Source: an optimization exercise on an open RTL-to-GDS flow (aim: small area, a short achievable clock period and few clock cycles). Production flows keep margins and buffers that such runs may drop.
Function was checked by simulation only, so behaviour that the tests miss may differ from the original.

### flow/config.mk
export PLATFORM = sky130hd
export DESIGN_NAME = mxenc
export DESIGN_NICKNAME = mxenc
export VERILOG_FILES = /design/flow/design.v
export SDC_FILE = /design/flow/constraint.sdc
export NUM_CORES = 8
export LEC_CHECK = 0
export CAP_MARGIN = 20
export CORE_MARGIN = 2
export CORE_UTILIZATION = 30
export PLACE_DENSITY = 0.42
export SLEW_MARGIN = 20
export SYNTH_HIERARCHICAL = 1
### flow/run.sh
#!/bin/bash
# synth_recipe.tcl (not shown) runs the flow's synth.tcl, then flattens the netlist and writes it again
# the make line also repeats each setting of config.mk as NAME=value (left out here)
make -C /OpenROAD-flow-scripts/flow DESIGN_CONFIG=/design/flow/config.mk WORK_HOME=/design/flow/orfs CLKGATE_MAP_FILE= SYNTH_SCRIPT=/design/flow/synth_recipe.tcl finish
### flow/constraint.sdc
create_clock -name core_clock -period 24.0 [get_ports {clk}]
set_input_delay 4.8000 -clock core_clock [delete_from_list [all_inputs] [get_ports {clk}]]
set_output_delay 4.8000 -clock core_clock [all_outputs]
set_load 0.01 [all_outputs]
### flow/design.v
module mx_elem_enc (
    input  wire [31:0]      x,
    input  wire [2:0]       fsel,
    input  wire             rtz,        
    input  wire             nan_inf,    
    input  wire signed [8:0] es,        
    output reg  [7:0]       code,
    output reg              f_of,
    output reg              f_uf,
    output reg              f_nx
);
    reg [2:0]         mb;         
    reg signed [9:0]  emin;       
    reg [4:0]         bias;
    reg [6:0]         maxcode;    
    reg [2:0]         wm1;        
    reg               is_int;
    always @(*) begin
        is_int = 1'b0;
        case (fsel)
            3'd0: begin mb = 3'd3; emin = -10'sd6;  bias = 5'd7;  maxcode = 7'h7E; wm1 = 3'd7; end
            3'd1: begin mb = 3'd2; emin = -10'sd14; bias = 5'd15; maxcode = 7'h7B; wm1 = 3'd7; end
            3'd2: begin mb = 3'd2; emin = -10'sd2;  bias = 5'd3;  maxcode = 7'h1F; wm1 = 3'd5; end
            3'd3: begin mb = 3'd3; emin = 10'sd0;   bias = 5'd1;  maxcode = 7'h1F; wm1 = 3'd5; end
            3'd4: begin mb = 3'd1; emin = 10'sd0;   bias = 5'd1;  maxcode = 7'h07; wm1 = 3'd3; end
            default: begin mb = 3'd6; emin = 10'sd0; bias = 5'd1; maxcode = 7'h7F; wm1 = 3'd7; is_int = 1'b1; end
        endcase
    end
    wire        s     = x[31];
    wire [7:0]  e     = x[30:23];
    wire [22:0] f     = x[22:0];
    wire        is_nan  = (e == 8'hFF) && (f != 23'd0);
    wire        is_inf  = (e == 8'hFF) && (f == 23'd0);
    wire        is_zero = (e == 8'h00) && (f == 23'd0);
    reg [4:0] lz;
    integer i;
    always @(*) begin
        lz = 5'd23;
        for (i = 0; i < 23; i = i + 1)
            if (f[i]) lz = 5'd22 - i[4:0];
    end
    wire [23:0]       m_sig = (e != 8'h00) ? {1'b1, f} : ({1'b0, f} << (lz + 5'd1));
    wire signed [9:0] ex    = (e != 8'h00) ? ($signed({2'b00, e}) - 10'sd127)
                                           : (-10'sd127 - $signed({5'b0, lz}));
    wire signed [10:0] eq   = $signed({ex[9], ex}) - $signed({{2{es[8]}}, es});
    wire signed [10:0] emin_x = {emin[9], emin};
    wire signed [10:0] eqc  = (eq < emin_x) ? emin_x : eq;
    wire signed [10:0] shs  = 11'sd23 - $signed({8'b0, mb}) + (eqc - eq);
    wire [5:0]         sh   = (shs > 11'sd26) ? 6'd26 : shs[5:0];
    wire [49:0] w    = {m_sig, 26'b0} >> sh;
    wire [23:0] n    = w[49:26];
    wire        g    = w[25];
    wire        st   = |w[24:0];
    wire        inc  = !rtz && g && (st || n[0]);
    wire [8:0]  nr   = n[8:0] + {8'b0, inc};
    wire        inexact = g || st;
    wire signed [10:0] ebase = eqc + $signed({6'b0, bias}) - 11'sd1;
    wire [10:0]        cmag  = ({ebase[10:0]} << mb) + {2'b0, nr};
    wire               ovf   = cmag > {4'b0, maxcode};
    wire [7:0] sgn = {7'b0, s} << wm1;
    wire [7:0] sat = is_int ? (s ? 8'h81 : 8'h7F) : (sgn | {1'b0, maxcode});
    wire [7:0] int_code = s ? (8'd0 - cmag[7:0]) : cmag[7:0];
    always @(*) begin
        code = 8'h00;
        f_of = 1'b0;
        f_uf = 1'b0;
        f_nx = 1'b0;
        if (is_nan) begin
            code = (fsel == 3'd0) ? 8'h7F : (fsel == 3'd1) ? 8'h7E : 8'h00;
        end else if (is_inf) begin
            if (nan_inf && fsel == 3'd1) begin
                code = sgn | 8'h7C;                      
            end else begin
                f_of = 1'b1;
                f_nx = 1'b1;
                code = (nan_inf && fsel == 3'd0) ? (sgn | 8'h7F) : sat;
            end
        end else if (is_zero) begin
            code = is_int ? 8'h00 : sgn;
        end else if (ovf) begin
            f_of = 1'b1;
            f_nx = 1'b1;
            if (nan_inf && !rtz)
                code = (fsel == 3'd0) ? (sgn | 8'h7F) : (sgn | 8'h7C);
            else
                code = sat;
        end else begin
            f_nx = inexact;
            f_uf = (nr == 9'd0);
            code = is_int ? int_code : (sgn | cmag[7:0]);
        end
    end
endmodule
module mxenc (
    input  wire         clk,
    input  wire         rst,           
    input  wire         in_valid,
    output wire         in_ready,
    input  wire [31:0]  in_data,       
    input  wire [3:0]   in_fmt,        
    input  wire [3:0]   in_ctl,        
    output reg          out_valid,
    input  wire         out_ready,
    output reg  [7:0]   out_scale,
    output reg  [255:0] out_data,
    output reg  [3:0]   out_flags,     
    output reg          out_err        
);
    localparam S_COLLECT = 2'd0, S_ENCODE = 2'd1, S_OUT = 2'd2;
    reg [1:0]  state;
    reg [4:0]  cnt;
    reg [31:0] buffer [0:31];
    reg [3:0]  fmt_q;
    reg [3:0]  ctl_q;
    reg               any_fnz;     
    reg signed [9:0]  lead;        
    reg               any_nan;
    reg               any_snan;
    assign in_ready = (state == S_COLLECT);
    wire   in_fire  = in_valid && in_ready;
    wire [7:0]  ie = in_data[30:23];
    wire [22:0] ifr = in_data[22:0];
    wire        i_nan  = (ie == 8'hFF) && (ifr != 23'd0);
    wire        i_snan = i_nan && !ifr[22];
    wire        i_fnz  = (ie != 8'hFF) && !((ie == 8'h00) && (ifr == 23'd0));
    reg  [4:0]  ilz;
    integer k;
    always @(*) begin
        ilz = 5'd23;
        for (k = 0; k < 23; k = k + 1)
            if (ifr[k]) ilz = 5'd22 - k[4:0];
    end
    wire signed [9:0] i_lead = (ie != 8'h00) ? ($signed({2'b00, ie}) - 10'sd127)
                                             : (-10'sd127 - $signed({5'b0, ilz}));
    always @(posedge clk) begin
        if (in_fire)
            buffer[cnt] <= in_data;
    end
    always @(posedge clk) begin
        if (rst) begin
            state    <= S_COLLECT;
            cnt      <= 5'd0;
            any_fnz  <= 1'b0;
            lead     <= 10'sd0;
            any_nan  <= 1'b0;
            any_snan <= 1'b0;
            fmt_q    <= 4'd0;
            ctl_q    <= 4'd0;
        end else begin
            case (state)
                S_COLLECT: if (in_fire) begin
                    if (cnt == 5'd0) begin
                        fmt_q    <= in_fmt;
                        ctl_q    <= in_ctl;
                        any_fnz  <= i_fnz;
                        lead     <= i_lead;
                        any_nan  <= i_nan;
                        any_snan <= i_snan;
                    end else begin
                        if (i_fnz && (!any_fnz || i_lead > lead))
                            lead <= i_lead;
                        any_fnz  <= any_fnz | i_fnz;
                        any_nan  <= any_nan | i_nan;
                        any_snan <= any_snan | i_snan;
                    end
                    cnt <= cnt + 5'd1;
                    if (cnt == 5'd31)
                        state <= S_ENCODE;
                end
                S_ENCODE: state <= S_OUT;
                S_OUT: if (out_ready) state <= S_COLLECT;
                default: state <= S_COLLECT;
            endcase
        end
    end
    reg [2:0]        fsel;
    reg signed [9:0] emax;
    reg              fmt_ok;
    always @(*) begin
        fmt_ok = 1'b1;
        case (fmt_q)
            4'h4: begin fsel = 3'd0; emax = 10'sd8;  end    
            4'h5: begin fsel = 3'd1; emax = 10'sd15; end    
            4'h6: begin fsel = 3'd2; emax = 10'sd4;  end    
            4'h7: begin fsel = 3'd3; emax = 10'sd2;  end    
            4'h8: begin fsel = 3'd4; emax = 10'sd2;  end    
            4'h9: begin fsel = 3'd5; emax = 10'sd0;  end    
            default: begin fsel = 3'd0; emax = 10'sd0; fmt_ok = 1'b0; end
        endcase
    end
    wire cfg_err = !fmt_ok || (ctl_q > 4'd3) || (ctl_q[0] && fsel != 3'd0 && fsel != 3'd1);
    wire rtz     = ctl_q[1];
    wire nan_inf = ctl_q[0];
    wire signed [9:0] es_raw = lead - emax;
    wire signed [8:0] es = !any_fnz ? 9'sd0 :
                           (es_raw < -10'sd127) ? -9'sd127 :
                           (es_raw > 10'sd127)  ?  9'sd127 : es_raw[8:0];
    wire nan_block = any_nan && (fsel != 3'd0) && (fsel != 3'd1);
    wire [7:0] codes [0:31];
    wire [31:0] e_of, e_uf, e_nx;
    genvar gi;
    generate
        for (gi = 0; gi < 32; gi = gi + 1) begin : g_elem
            mx_elem_enc u_enc (
                .x       (buffer[gi]),
                .fsel    (fsel),
                .rtz     (rtz),
                .nan_inf (nan_inf),
                .es      (es),
                .code    (codes[gi]),
                .f_of    (e_of[gi]),
                .f_uf    (e_uf[gi]),
                .f_nx    (e_nx[gi])
            );
        end
    endgenerate
    reg [255:0] packed_data;
    integer j;
    always @(*) begin
        packed_data = 256'd0;
        for (j = 0; j < 32; j = j + 1) begin
            case (fsel)
                3'd2, 3'd3: packed_data[j*6 +: 6] = codes[j][5:0];
                3'd4:       packed_data[j*4 +: 4] = codes[j][3:0];
                default:    packed_data[j*8 +: 8] = codes[j];
            endcase
        end
    end
    always @(posedge clk) begin
        if (rst) begin
            out_valid <= 1'b0;
            out_scale <= 8'd0;
            out_data  <= 256'd0;
            out_flags <= 4'd0;
            out_err   <= 1'b0;
        end else if (state == S_ENCODE) begin
            out_valid <= 1'b1;
            if (cfg_err) begin
                out_scale <= 8'd0;
                out_data  <= 256'd0;
                out_flags <= 4'd0;
                out_err   <= 1'b1;
            end else if (nan_block) begin
                out_scale <= 8'hFF;
                out_data  <= 256'd0;
                out_flags <= {any_snan, 3'b000};
                out_err   <= 1'b0;
            end else begin
                out_scale <= es[7:0] + 8'd127;
                out_data  <= packed_data;
                out_flags <= {any_snan, |e_of, |e_uf, |e_nx};
                out_err   <= 1'b0;
            end
        end else if (state == S_OUT && out_ready) begin
            out_valid <= 1'b0;
        end
    end
endmodule
==> metrics.md <==
| Metric | Value |
|---|---|
| Run status | no timing/DRC/antenna violations |
| Cell accounting for the most synthesized area | sky130_fd_sc_hd__edfxtp_1 |
| Number of top-level design ports | 315 |
| Sequential share of the synthesized area | 0.122 |
| Area growth from synthesis to final layout | 8.08% |
| Hold wc startpoint | out_data[20] |
| Synthesized net count | 43,200 |
| Top area cells in the synthesized netlist | sky130_fd_sc_hd__edfxtp_1 10%, sky130_fd_sc_hd__ha_1 8.2%, sky130_fd_sc_hd__mux2i_1 6.3% |
| Fraction of registers with async set/reset | 0 |
| Required time at the endpoint of the critical path | 24.84 ns |
| Type of the setup path with the least slack | reg -> reg |
| RD Place Congestion | 0.978 |
| Min-delay worst type | reg -> reg |
| Post-detailed-placement cell area | 316,000 um2 |
| Most numerous cell on the critical path | sky130_fd_sc_hd__a21oi_1 |
| Post-synth EDFFs | 1,024 |
| Utilization after layout | 0.325 |
| Critical-path top delay cell | sky130_fd_sc_hd__fa_1 |
| Summed instance area of the synthesized netlist | 300,000 um2 |
| Prevailing post-synth register cell | sky130_fd_sc_hd__edfxtp_1 |
| Core area | 997,000 um2 |
| Wire length reported by the detailed router | 1630 mm |
| Number of instances in the synthesized netlist | 41,100 |
| Crit start category | register |
| Number of cells upsized or downsized after cts | 0 |
| Number of hold violations in the final report | 0 |
| Clock tree from TritonCTS | yes |
| Chip width | 1.00 mm |
| Post-route setup TNS | 0 ns |
| Number of rows in the core area | 367 |
| Global-route wire length before repair | 2320 mm |
| Crit. End Element | register |
| Hold_buf cts | 0 |
| Portion of synthesized cell area occupied by the leading cell type | 0.103 |
| Total Routing Usage GR | 0.304 |
| Clk_skew | 0.106 ns |
| Initial antenna violation count | 188 |
| Buffers and inverters on the worst path | 5 |
| Vertical extent of the die | 1.00 mm |
| Overall die area | 1,010,000 um2 |
| Clk sinks | 1,321 |
| Count of cell types in the netlist | 113 |
| CP max stage delay | 0.97 ns |
| Synth Register Bits | 1,321 |
| Data arrival time of the critical path | 22.26 ns |
| Startpoint of the worst register-to-register path | fmt_q[3] |
| Time the final worst path needs with I/O delays and setup | 21.42 ns |
| Via count of the first global-routing pass | 322,000 |
| Maximum capacitance violations | 0 |
| Drt pass-1 iters | 10 |
| Final worst-path cycle share | 0.892 |
| Share of layout cells above drive strength 1 | 0.0871 |
| Yosys warning count | 8 |
| Instance count after placement with tap cells included | 53,000 |
| Maximum fanout encountered on the critical timing path | 36 |
| DP Wirelength | 1250 mm |
| Avg Synthesized Cell Area | 7.29 um2 |
| DR DRC count | 0 |
| CTS buffer count | 197 |
| Setup bufs post-CTS | 0 |
| Most frequent cells in the layout | 3,698 x sky130_fd_sc_hd__nor2_1, 3,584 x sky130_fd_sc_hd__nand2_1, 2,600 x sky130_fd_sc_hd__a21oi_1 |
| Final std cell area, no fill | 324,000 um2 |
| Largest net degree at the start of global routing | 138 |
| Initial cell density of the core | 0.301 |
| Routed via count | 348,000 |
| Clock network latency to the later pin of the worst-skew pair | 0.98 ns |
| Fmax | 46.7 MHz |
| Root cell of the clock tree | sky130_fd_sc_hd__clkbuf_16 |
| Unrepaired setup endpoints after global routing | no |
| Input/output buffers | 314 |
| Transition time at the pin with the least slew margin | 1.38 ns |
| Level count of the clock H-tree | 4 |
| Number of standard cells in the layout, taps in and fillers out | 53,700 |
| Layout filler cell count | 107,000 |
| Grt total ovfl | 0 |
| Commonest non-fill, non-tap cell in the layout | sky130_fd_sc_hd__nor2_1 |
| Max-slew headroom | 0.0790 |
| CTS max path bufs | 4 |
| Final layout net count | 42,100 |
| CTS clock-pin slew for the worst setup and hold paths | 0.09 ns |
| Routed via count divided by cell count | 6.47 |
| Number of pins with negative max-slew slack in the final report | 0 |
| Final ANT Viol Nets | 0 |
| Timing startpoint of the critical path | fmt_q[3] |
| Final-layout worst hold slack | 0.454 ns |
| WL per Instance | 30.3 um |
| DRC violation total after the first TritonRoute iteration | 43,900 |
| Worst path top cell family by delay | compound AO/OA/AOI/OAI gates |
| Setup violators final | 0 |
==> cells by family (layout without fill, tap and decap cells) <==
family          count (synthesis)  in the layout  share of synthesized area
fa+ha+maj                    2103           2103                     0.0911
simple gates                14900          14900                      0.248
compound gates              14400          14400                      0.342
flops                        1321           1321                      0.122
buf+inv                      4201           3195                     0.0565
xor+xnor                     1491           1491                     0.0436
mux                          2627           2627                     0.0960
other cells                    32            406                   0.000401
==> final cells by class <==
class	instances	area (um2)	area share
multi-input combinational	35600	247000	0.763
sequential	1321	36700	0.113
tap	13300	16600	0.0513
timing repair buffer	1074	9200	0.0284
inverter	1753	6610	0.0204
clock buffer	228	5260	0.0163
clock inverter	140	1480	0.00458
antenna	374	936	0.00289
==> cell usage after synthesis (all sizes together) (1024+ instances only) <==
| library cell | count |
|---|---|
| nor3 | 1518 |
| ha | 1974 |
| inv | 1753 |
| a21oi | 2667 |
| o21ai | 2674 |
| nor2 | 3830 |
| nand2 | 3622 |
| xnor2 | 1035 |
| edfxtp | 1024 |
| o211ai | 1277 |
| mux2i | 1891 |
| clkbuf | 1657 |
| nand3 | 1668 |
==> modules after synthesis, one instance, submodules excluded <==
module	cell area [um2]	flip-flops and latches	copies in the design
mx_elem_enc	7930	0	32
mxenc	45800	1321	1
==> worst register-to-register path: cells and delay by family, from the launching register on <==
family / cells / cell delay (ns)
DFF: 1 / 0.41
adders and majority gates: 8 / 3.81
xor gates and xnor gates: 1 / 0.18
AOI/OAI and AO/OA: 26 / 7.25
muxes: 1 / 0.63
and+or+nand+nor: 17 / 6.90
buffers and inverters: 5 / 2.18
==> path summary, 6_finish.rpt <==
| check | endpoint | slack (ns) | depth (start not counted) |
|---|---|---|---|
| worst max-delay path | out_flags[0] | 2.58 | 58 |
| worst min register to register | out_data[20] | 0.45 | 2 |
| worst max register to register | out_flags[0] | 2.58 | 58 |
| worst min-delay path | out_data[20] | 0.45 | 2 |
==> flip-flops by register name (all words and copies together) (netlist names), 2 cells and up <==
register / count
state: 2
out_data: 256
buffer: 1024
fmt_q: 4
cnt: 5
out_flags: 4
lead: 9
out_scale: 8
ctl_q: 4
==> routing by layer <==
layer	up-vias	GRT usage	share of wire	routed length, um
met2	18900	0.462	0.43	702000
met1	170000	0.404	0.42	688000
met5	-	0	0.00020	332
met3	3278	0.0571	0.086	140000
met4	46	0.168	0.060	97100
li1	156000	-	-	-
==> metrics by stage <==
step | setup WS [ns]
after floorplan | 6.92
after global placement | 2.57
after detailed placement | 3.14
after CTS | 3.07
after global routing | 1.52
final | 2.58
Testbench counts, summed over its fixed seeds: cycles 13,056.

-- static timing again, ports no longer ideal --
The flow's constraints put no driver on any port. The routed layout listed below was extracted and timed again, unchanged, in two steps.
Step 1 assumes that a clkbuf_16 drives the clock port and a buf_2 every other input.
Step 2 times the ports against the registers' clock, not the clock port: input delays grow and output delays shrink by t, the midpoint of the rising clock arrivals with the driver on.
Slacks: ideal / step 1 / step 2; pairs: ideal / step 1.
shift t [ns]: 1.093
setup WS [ns]: 2.584 / 2.584 / 2.584
worst hold slack (ns): 0.454 / 0.454 / 0.454
After both steps setup and hold are still met in this run. The setup slack of this run moves by 0.000 ns with the drivers and by 0.000 ns with both steps.
